Background: an optimization exercise with open tools, aiming at small area. Do not read the settings as production practice. In this exercise RTL edits were held to simulation tests only and were not proved equivalent to the original.

==> inputs of run X <==
==> flow/design.v (excerpt) <==
module coel_pid (
    input  wire               clk,
    input  wire               rst,         
    input  wire               start,
    input  wire        [1:0]  op,          
    output wire               ready,
    output reg                done,
    input  wire signed [31:0] fb_raw,
    input  wire signed [31:0] sp_in,       
    input  wire               sathi,
    input  wire               satlo,
    input  wire               hold,
    input  wire signed [31:0] preset_val,  
    input  wire        [2:0]  spsrc,
    input  wire               dmeas,
    input  wire        [3:0]  fbsh,
    input  wire        [5:0]  spsh,
    input  wire signed [31:0] spk,
    input  wire signed [31:0] spofs,
    input  wire signed [31:0] spmin,
    input  wire signed [31:0] spmax,
    input  wire        [30:0] slew,
    input  wire signed [31:0] kp,
    input  wire signed [31:0] ki,
    input  wire signed [31:0] kd,
    input  wire        [5:0]  shp,
    input  wire        [5:0]  shi,
    input  wire        [5:0]  shd,
    input  wire        [3:0]  fsh,
    input  wire signed [31:0] omin,
    input  wire signed [31:0] omax,
    output reg  signed [31:0] u,
    output reg  signed [31:0] sp,
    output reg  signed [31:0] fb,
    output wire signed [31:0] err,
    output reg  signed [47:0] integ,
    output reg                windup,
    output reg                osat,
    output wire               spsat,
    output wire               esat,
    output reg                cas_hi,
    output reg                cas_lo
);
==> flow/config.mk <==
export PLATFORM = sky130hd
export DESIGN_NAME = coel_pid
export DESIGN_NICKNAME = coel_pid
export VERILOG_FILES = /design/flow/design.v
export SDC_FILE = /design/flow/constraint.sdc
export NUM_CORES = 8
export LEC_CHECK = 0
export ABC_AREA = 1
export CAP_MARGIN = 20
export CORE_MARGIN = 2
export CORE_UTILIZATION = 55
export SLEW_MARGIN = 20
==> flow/constraint.sdc <==
create_clock -name core_clock -period 150.0 [get_ports {clk}]
set_input_delay 30.0000 -clock core_clock [delete_from_list [all_inputs] [get_ports {clk}]]
set_output_delay 30.0000 -clock core_clock [all_outputs]
set_load 0.01 [all_outputs]
standard.sh (not shown) runs the stock make flow with config.mk's settings and CLKGATE_MAP_FILE= SYNTH_SCRIPT=/design/flow/synth_recipe.tcl, a recipe that flattens the netlist after the stock synthesis.
==> flow/flow/run.sh <==
#!/bin/bash
set -euo pipefail
work=$(pwd)

# a copy of ORFS's scripts with the area-only ABC script, for synthesis
rm -rf "$work/synth_scripts"
cp -r "$FLOW_HOME/scripts" "$work/synth_scripts"
cp "$work/flow/abc_area.script" "$work/synth_scripts/abc_area.script"

bash standard.sh SCRIPTS_DIR="$work/synth_scripts" ABC_AREA=1 \
    "SYNTH_OPERATIONS_ARGS=-extra-map $work/flow/alu_ripple.v" synth \
    > "$work/synth.log" 2>&1

bash standard.sh \
    "BUFFER_PORTS_ARGS=-buffer_cell sky130_fd_sc_hd__buf_1" \
    "CTS_ARGS=-sink_clustering_enable -repair_clock_nets -dont_use_dummy_load -buf_list {sky130_fd_sc_hd__clkbuf_4} -sink_clustering_size 8 -sink_clustering_max_diameter 30" \
    finish > "$work/layout.log" 2>&1
==> flow/flow/abc_area.script <==
strash
&get -n
&fraig -x
&put
dc2
dch -f
amap
strash
dch -f
amap
topo
stime -c
==> flow/flow/alu_ripple.v <==
(* techmap_celltype = "$alu" *)
module _80_alu_ripple (A, B, CI, BI, X, Y, CO);
  parameter A_SIGNED = 0;
  parameter B_SIGNED = 0;
  parameter A_WIDTH = 1;
  parameter B_WIDTH = 1;
  parameter Y_WIDTH = 1;
  (* force_downto *)
  input [A_WIDTH-1:0] A;
  (* force_downto *)
  input [B_WIDTH-1:0] B;
  (* force_downto *)
  output [Y_WIDTH-1:0] X, Y;
  input CI, BI;
  (* force_downto *)
  output [Y_WIDTH-1:0] CO;
  (* force_downto *)
  wire [Y_WIDTH-1:0] A_buf, B_buf;
  \$pos #(.A_SIGNED(A_SIGNED), .A_WIDTH(A_WIDTH), .Y_WIDTH(Y_WIDTH)) A_conv (.A(A), .Y(A_buf));
  \$pos #(.A_SIGNED(B_SIGNED), .A_WIDTH(B_WIDTH), .Y_WIDTH(Y_WIDTH)) B_conv (.A(B), .Y(B_buf));
  (* force_downto *)
  wire [Y_WIDTH-1:0] AA = A_buf;
  (* force_downto *)
  wire [Y_WIDTH-1:0] BB = BI ? ~B_buf : B_buf;
  (* force_downto *)
  wire [Y_WIDTH:0] C;
  assign C[0] = CI;
  genvar i;
  generate for (i = 0; i < Y_WIDTH; i = i + 1) begin : g
    assign Y[i] = AA[i] ^ BB[i] ^ C[i];
    assign C[i+1] = (AA[i] & BB[i]) | (AA[i] & C[i]) | (BB[i] & C[i]);
  end endgenerate
  assign X = AA ^ BB;
  assign CO = C[Y_WIDTH:1];
endmodule
==> inputs of run A, as changes to run X <==
--- a/flow/design.v
+++ b/flow/design.v
@@ -48,13 +48,12 @@
     reg  [31:0] m_acc;         
     reg  [23:0] m_lo;          
     reg  [31:0] w_fb;          
     reg  [31:0] w_sp;          
     reg         w_chi, w_clo;  
     reg  [48:0] q;             
-    reg         w_held;
     wire idle = (cnt == 5'd0);
     assign ready = idle;
     wire acc_op = start && idle;
     wire [1:0] prod = cnt[3:2];
     wire [1:0] step = cnt[1:0];
     wire c3  = (cnt == 5'd3);
@@ -152,94 +151,89 @@
     wire a1_c = c7 | (c11 & st_df[15]);
     wire [48:0] a1;
     cp_add #(49) u_a1 (.a({y48[47], y48}), .b(a1_b), .ci(a1_c), .s(a1), .co());
     wire t0_big = ~((&a1[48:34]) | ~(|a1[48:34]));
     wire [47:0] di = y48;
     wire [47:0] in_v = (a1[48] ^ a1[47]) ? {a1[48], {47{~a1[48]}}} : a1[47:0];
-    wire [47:0] in_k = {m_acc, m_lo[15:0]};
-    wire [32:0] v_x  = c15 ? in_v[47:15] : w_held ? integ[47:15] : in_k[47:15];
+    wire [32:0] v_x  = c15 ? in_v[47:15] : integ[47:15];
     wire [49:0] vs;
     cp_add #(50) u_vs (.a({q[48], q}), .b({{18{v_x[32]}}, v_x[32:1]}), .ci(v_x[0]), .s(vs), .co());
     wire v_big = ~((&vs[49:34]) | ~(|vs[49:34]));
-    wire [34:0] cl_x = c3   ? a1[34:0] :
-                       idle ? (op[0] ? {{3{preset_val[31]}}, preset_val} : 35'd0) :
-                              vs[34:0];
-    wire cl_big  = c3 ? t0_big : (~idle & v_big);
+    wire cl_sa1 = c3 & ~rst;
+    wire cl_sp  = idle & op[0] & ~rst;
+    wire cl_svs = ~c3 & ~idle & ~rst;
+    wire [34:0] cl_x = ({35{cl_sa1}} & a1[34:0]) |
+                       ({35{cl_sp}}  & {{3{preset_val[31]}}, preset_val}) |
+                       ({35{cl_svs}} & vs[34:0]);
+    wire cl_big  = c3 ? t0_big : cl_svs & v_big;
     wire cl_sign = c3 ? a1[48] : vs[49];
     wire [31:0] cl_hi = c3 ? spmax : omax;
     wire [31:0] cl_lo = c3 ? spmin : omin;
     wire cl_gt0, cl_lt0, cl_mm;
     cp_lt #(35) u_cgt (.a({{3{cl_hi[31]}}, cl_hi}), .b(cl_x), .lt(cl_gt0));
     cp_lt #(35) u_clt (.a(cl_x), .b({{3{cl_lo[31]}}, cl_lo}), .lt(cl_lt0));
     cp_lt #(32) u_cmm (.a(cl_hi), .b(cl_lo), .lt(cl_mm));
-    wire cl_gt = cl_big ? ~cl_sign : cl_gt0;
-    wire cl_lt = cl_big ?  cl_sign : cl_lt0;
+    wire cl_gt = ~rst & (cl_big ? ~cl_sign : cl_gt0);
+    wire cl_lt = ~rst & (cl_big ?  cl_sign : cl_lt0);
     wire [31:0] cl_v = cl_gt ? cl_hi : cl_lt ? (cl_mm ? cl_hi : cl_lo) : cl_x[31:0];
     wire cl_out = cl_big | (cl_x != {{3{cl_v[31]}}, cl_v});
     wire [31:0] t_v  = cl_v;
     wire t_gt_hi, t_lt_lo;
     cp_lt #(33) u_c4 (.a(sl_hi), .b({t_v[31], t_v}), .lt(t_gt_hi));
     cp_lt #(33) u_c5 (.a({t_v[31], t_v}), .b(sl_lo), .lt(t_lt_lo));
     wire slew_on = ((spsrc == 3'd0) || (spsrc == 3'd5)) && (slew != 31'd0);
     wire [31:0] spr_v = !slew_on ? t_v : t_gt_hi ? sl_hi[31:0] : t_lt_lo ? sl_lo[31:0] : t_v;
     wire di_pos = ~di[47] & (|di);
     wire di_neg = di[47];
     wire held = hold | (di_pos & (cl_gt | sathi)) | (di_neg & (cl_lt | satlo));
+    wire pub = (c15 & ~held) | fin;
     always @(posedge clk) begin
-        if (c15) begin
-            m_acc  <= in_v[47:16];
-            m_lo   <= {m_t[7:0], in_v[15:0]};
-            w_held <= held;
-        end else begin
-            m_acc <= m_t[39:8];
-            m_lo  <= {m_t[7:0], m_lo[23:8]};
-        end
+        m_acc <= m_t[39:8];
+        m_lo  <= {m_t[7:0], m_lo[23:8]};
         if (idle) w_fb <= y48[47:16];
         if (c3) begin
             w_sp  <= spr_v;
             w_chi <= (cl_gt & ~spk[31]) | (cl_lt & spk[31]);
             w_clo <= (cl_lt & ~spk[31]) | (cl_gt & spk[31]);
         end
         if (c7 || c11) q <= a1;
+        if (rst || pub || (acc_op && op[1] != op[0])) u <= cl_v;
         if (rst) begin
             cnt      <= 5'd0;
             done     <= 1'b0;
             st_df    <= 48'd0;
             st_first <= 1'b1;
             st_dml   <= 1'b0;
-            u        <= 32'd0;
             sp       <= 32'd0;
             fb       <= 32'd0;
             integ    <= 48'd0;
             windup   <= 1'b0;
             osat     <= 1'b0;
             cas_hi   <= 1'b0;
             cas_lo   <= 1'b0;
         end else begin
-            done <= fin || (acc_op && op != 2'd0);
-            if (fin)                        cnt <= 5'd0;
+            done <= pub || (acc_op && op != 2'd0);
+            if (pub)                        cnt <= 5'd0;
             else if (!idle)                 cnt <= cnt + 5'd1;
             else if (acc_op && op == 2'd0)  cnt <= 5'd1;
             if (c8) st_df <= a1[47:0];
-            if (fin) begin
-                u        <= cl_v;
+            if (pub) begin
                 sp       <= w_sp;
                 fb       <= w_fb;
-                if (!w_held) integ <= in_k;
-                windup   <= w_held;
+                if (c15) integ <= in_v;
+                windup   <= fin;
                 osat     <= cl_out;
                 cas_hi   <= w_chi;
                 cas_lo   <= w_clo;
                 st_first <= 1'b0;
                 st_dml   <= dmeas;
             end
             if (acc_op && op != 2'd0) begin
                 st_first <= 1'b1;
                 if (op != 2'd3) begin
                     st_df <= 48'd0;
-                    u     <= cl_v;
                     integ <= op[0] ? {preset_val, 16'd0} : 48'd0;
                 end
             end
         end
     end
 endmodule
--- a/flow/flow/run.sh
+++ b/flow/flow/run.sh
@@ -10,8 +10,8 @@
 bash standard.sh SCRIPTS_DIR="$work/synth_scripts" ABC_AREA=1 \
     "SYNTH_OPERATIONS_ARGS=-extra-map $work/flow/alu_ripple.v" synth \
     > "$work/synth.log" 2>&1
 
 bash standard.sh \
     "BUFFER_PORTS_ARGS=-buffer_cell sky130_fd_sc_hd__buf_1" \
-    "CTS_ARGS=-sink_clustering_enable -repair_clock_nets -dont_use_dummy_load -buf_list {sky130_fd_sc_hd__clkbuf_4} -sink_clustering_size 8 -sink_clustering_max_diameter 30" \
+    "CTS_ARGS=-sink_clustering_enable -repair_clock_nets -dont_use_dummy_load -buf_list {sky130_fd_sc_hd__clkbuf_4} -sink_clustering_size 8 -sink_clustering_max_diameter 40" \
     finish > "$work/layout.log" 2>&1
==> flow/flow/abc_area.script (replaced) <==
strash
refactor
rewrite
&get -n
&fraig -x
&deepsyn -T 400
&put
dch -f
amap -F 10
strash
dch -f
amap -F 10
topo
stime -c
CORE_UTILIZATION = 45   (was 55)
==> inputs of run R, as changes to run X <==
--- a/flow/design.v
+++ b/flow/design.v
@@ -48,13 +48,12 @@
     reg  [31:0] m_acc;         
     reg  [23:0] m_lo;          
     reg  [31:0] w_fb;          
     reg  [31:0] w_sp;          
     reg         w_chi, w_clo;  
     reg  [48:0] q;             
-    reg         w_held;
     wire idle = (cnt == 5'd0);
     assign ready = idle;
     wire acc_op = start && idle;
     wire [1:0] prod = cnt[3:2];
     wire [1:0] step = cnt[1:0];
     wire c3  = (cnt == 5'd3);
@@ -152,14 +151,13 @@
     wire a1_c = c7 | (c11 & st_df[15]);
     wire [48:0] a1;
     cp_add #(49) u_a1 (.a({y48[47], y48}), .b(a1_b), .ci(a1_c), .s(a1), .co());
     wire t0_big = ~((&a1[48:34]) | ~(|a1[48:34]));
     wire [47:0] di = y48;
     wire [47:0] in_v = (a1[48] ^ a1[47]) ? {a1[48], {47{~a1[48]}}} : a1[47:0];
-    wire [47:0] in_k = {m_acc, m_lo[15:0]};
-    wire [32:0] v_x  = c15 ? in_v[47:15] : w_held ? integ[47:15] : in_k[47:15];
+    wire [32:0] v_x  = c15 ? in_v[47:15] : integ[47:15];
     wire [49:0] vs;
     cp_add #(50) u_vs (.a({q[48], q}), .b({{18{v_x[32]}}, v_x[32:1]}), .ci(v_x[0]), .s(vs), .co());
     wire v_big = ~((&vs[49:34]) | ~(|vs[49:34]));
     wire [34:0] cl_x = c3   ? a1[34:0] :
                        idle ? (op[0] ? {{3{preset_val[31]}}, preset_val} : 35'd0) :
                               vs[34:0];
@@ -181,21 +179,16 @@
     cp_lt #(33) u_c5 (.a({t_v[31], t_v}), .b(sl_lo), .lt(t_lt_lo));
     wire slew_on = ((spsrc == 3'd0) || (spsrc == 3'd5)) && (slew != 31'd0);
     wire [31:0] spr_v = !slew_on ? t_v : t_gt_hi ? sl_hi[31:0] : t_lt_lo ? sl_lo[31:0] : t_v;
     wire di_pos = ~di[47] & (|di);
     wire di_neg = di[47];
     wire held = hold | (di_pos & (cl_gt | sathi)) | (di_neg & (cl_lt | satlo));
+    wire pub = (c15 & ~held) | fin;
     always @(posedge clk) begin
-        if (c15) begin
-            m_acc  <= in_v[47:16];
-            m_lo   <= {m_t[7:0], in_v[15:0]};
-            w_held <= held;
-        end else begin
-            m_acc <= m_t[39:8];
-            m_lo  <= {m_t[7:0], m_lo[23:8]};
-        end
+        m_acc <= m_t[39:8];
+        m_lo  <= {m_t[7:0], m_lo[23:8]};
         if (idle) w_fb <= y48[47:16];
         if (c3) begin
             w_sp  <= spr_v;
             w_chi <= (cl_gt & ~spk[31]) | (cl_lt & spk[31]);
             w_clo <= (cl_lt & ~spk[31]) | (cl_gt & spk[31]);
         end
@@ -212,23 +205,23 @@
             integ    <= 48'd0;
             windup   <= 1'b0;
             osat     <= 1'b0;
             cas_hi   <= 1'b0;
             cas_lo   <= 1'b0;
         end else begin
-            done <= fin || (acc_op && op != 2'd0);
-            if (fin)                        cnt <= 5'd0;
+            done <= pub || (acc_op && op != 2'd0);
+            if (pub)                        cnt <= 5'd0;
             else if (!idle)                 cnt <= cnt + 5'd1;
             else if (acc_op && op == 2'd0)  cnt <= 5'd1;
             if (c8) st_df <= a1[47:0];
-            if (fin) begin
+            if (pub) begin
                 u        <= cl_v;
                 sp       <= w_sp;
                 fb       <= w_fb;
-                if (!w_held) integ <= in_k;
-                windup   <= w_held;
+                if (c15) integ <= in_v;
+                windup   <= fin;
                 osat     <= cl_out;
                 cas_hi   <= w_chi;
                 cas_lo   <= w_clo;
                 st_first <= 1'b0;
                 st_dml   <= dmeas;
             end
--- a/flow/flow/run.sh
+++ b/flow/flow/run.sh
@@ -10,8 +10,8 @@
 bash standard.sh SCRIPTS_DIR="$work/synth_scripts" ABC_AREA=1 \
     "SYNTH_OPERATIONS_ARGS=-extra-map $work/flow/alu_ripple.v" synth \
     > "$work/synth.log" 2>&1
 
 bash standard.sh \
     "BUFFER_PORTS_ARGS=-buffer_cell sky130_fd_sc_hd__buf_1" \
-    "CTS_ARGS=-sink_clustering_enable -repair_clock_nets -dont_use_dummy_load -buf_list {sky130_fd_sc_hd__clkbuf_4} -sink_clustering_size 8 -sink_clustering_max_diameter 30" \
+    "CTS_ARGS=-sink_clustering_enable -repair_clock_nets -dont_use_dummy_load -buf_list {sky130_fd_sc_hd__clkbuf_4} -sink_clustering_size 8 -sink_clustering_max_diameter 40" \
     finish > "$work/layout.log" 2>&1
==> comparison <==
Critical path depth: run R > run X > run A. Register-to-register slack: run A < run R < run X. The highest synthesized cell count belongs to run X, the lowest to run A.

## re-timing with driven ports
No port has a modelled driver above. Below, the same layouts with a new extraction and two added sets of constraints.
Step 1 assumes that a clkbuf_16 drives the clock port and a buf_2 every other input.
Step 2 adds t to the input delays and takes it off the output delays; t is the mean of the earliest and latest rising clock arrival at the registers after step 1. Input paths then give back, and output paths get back, about the clock's delay inside the block.
Slacks: no drivers / after step 1 / after step 2; pairs: no drivers / after step 1.
run | shift t [ns] | setup WS [ns] | worst setup path after step 2 | latest minus earliest clock arrival (ns) | worst register clock-pin slew, ns
run X | 0.921 | 30.912 / 30.951 / 30.030 | input to register | 0.139 / 0.138 | 0.09 / 0.09
run A | 0.917 | 21.098 / 21.145 / 20.228 | input to register | 0.184 / 0.185 | 0.10 / 0.10
run R | 0.915 | 23.678 / 23.723 / 22.807 | input to register | 0.156 / 0.155 | 0.10 / 0.10
After both steps every run listed still meets setup and hold. The setup slack of run X, which loses most, moves by +0.039 ns with the drivers and by -0.882 ns with both steps.
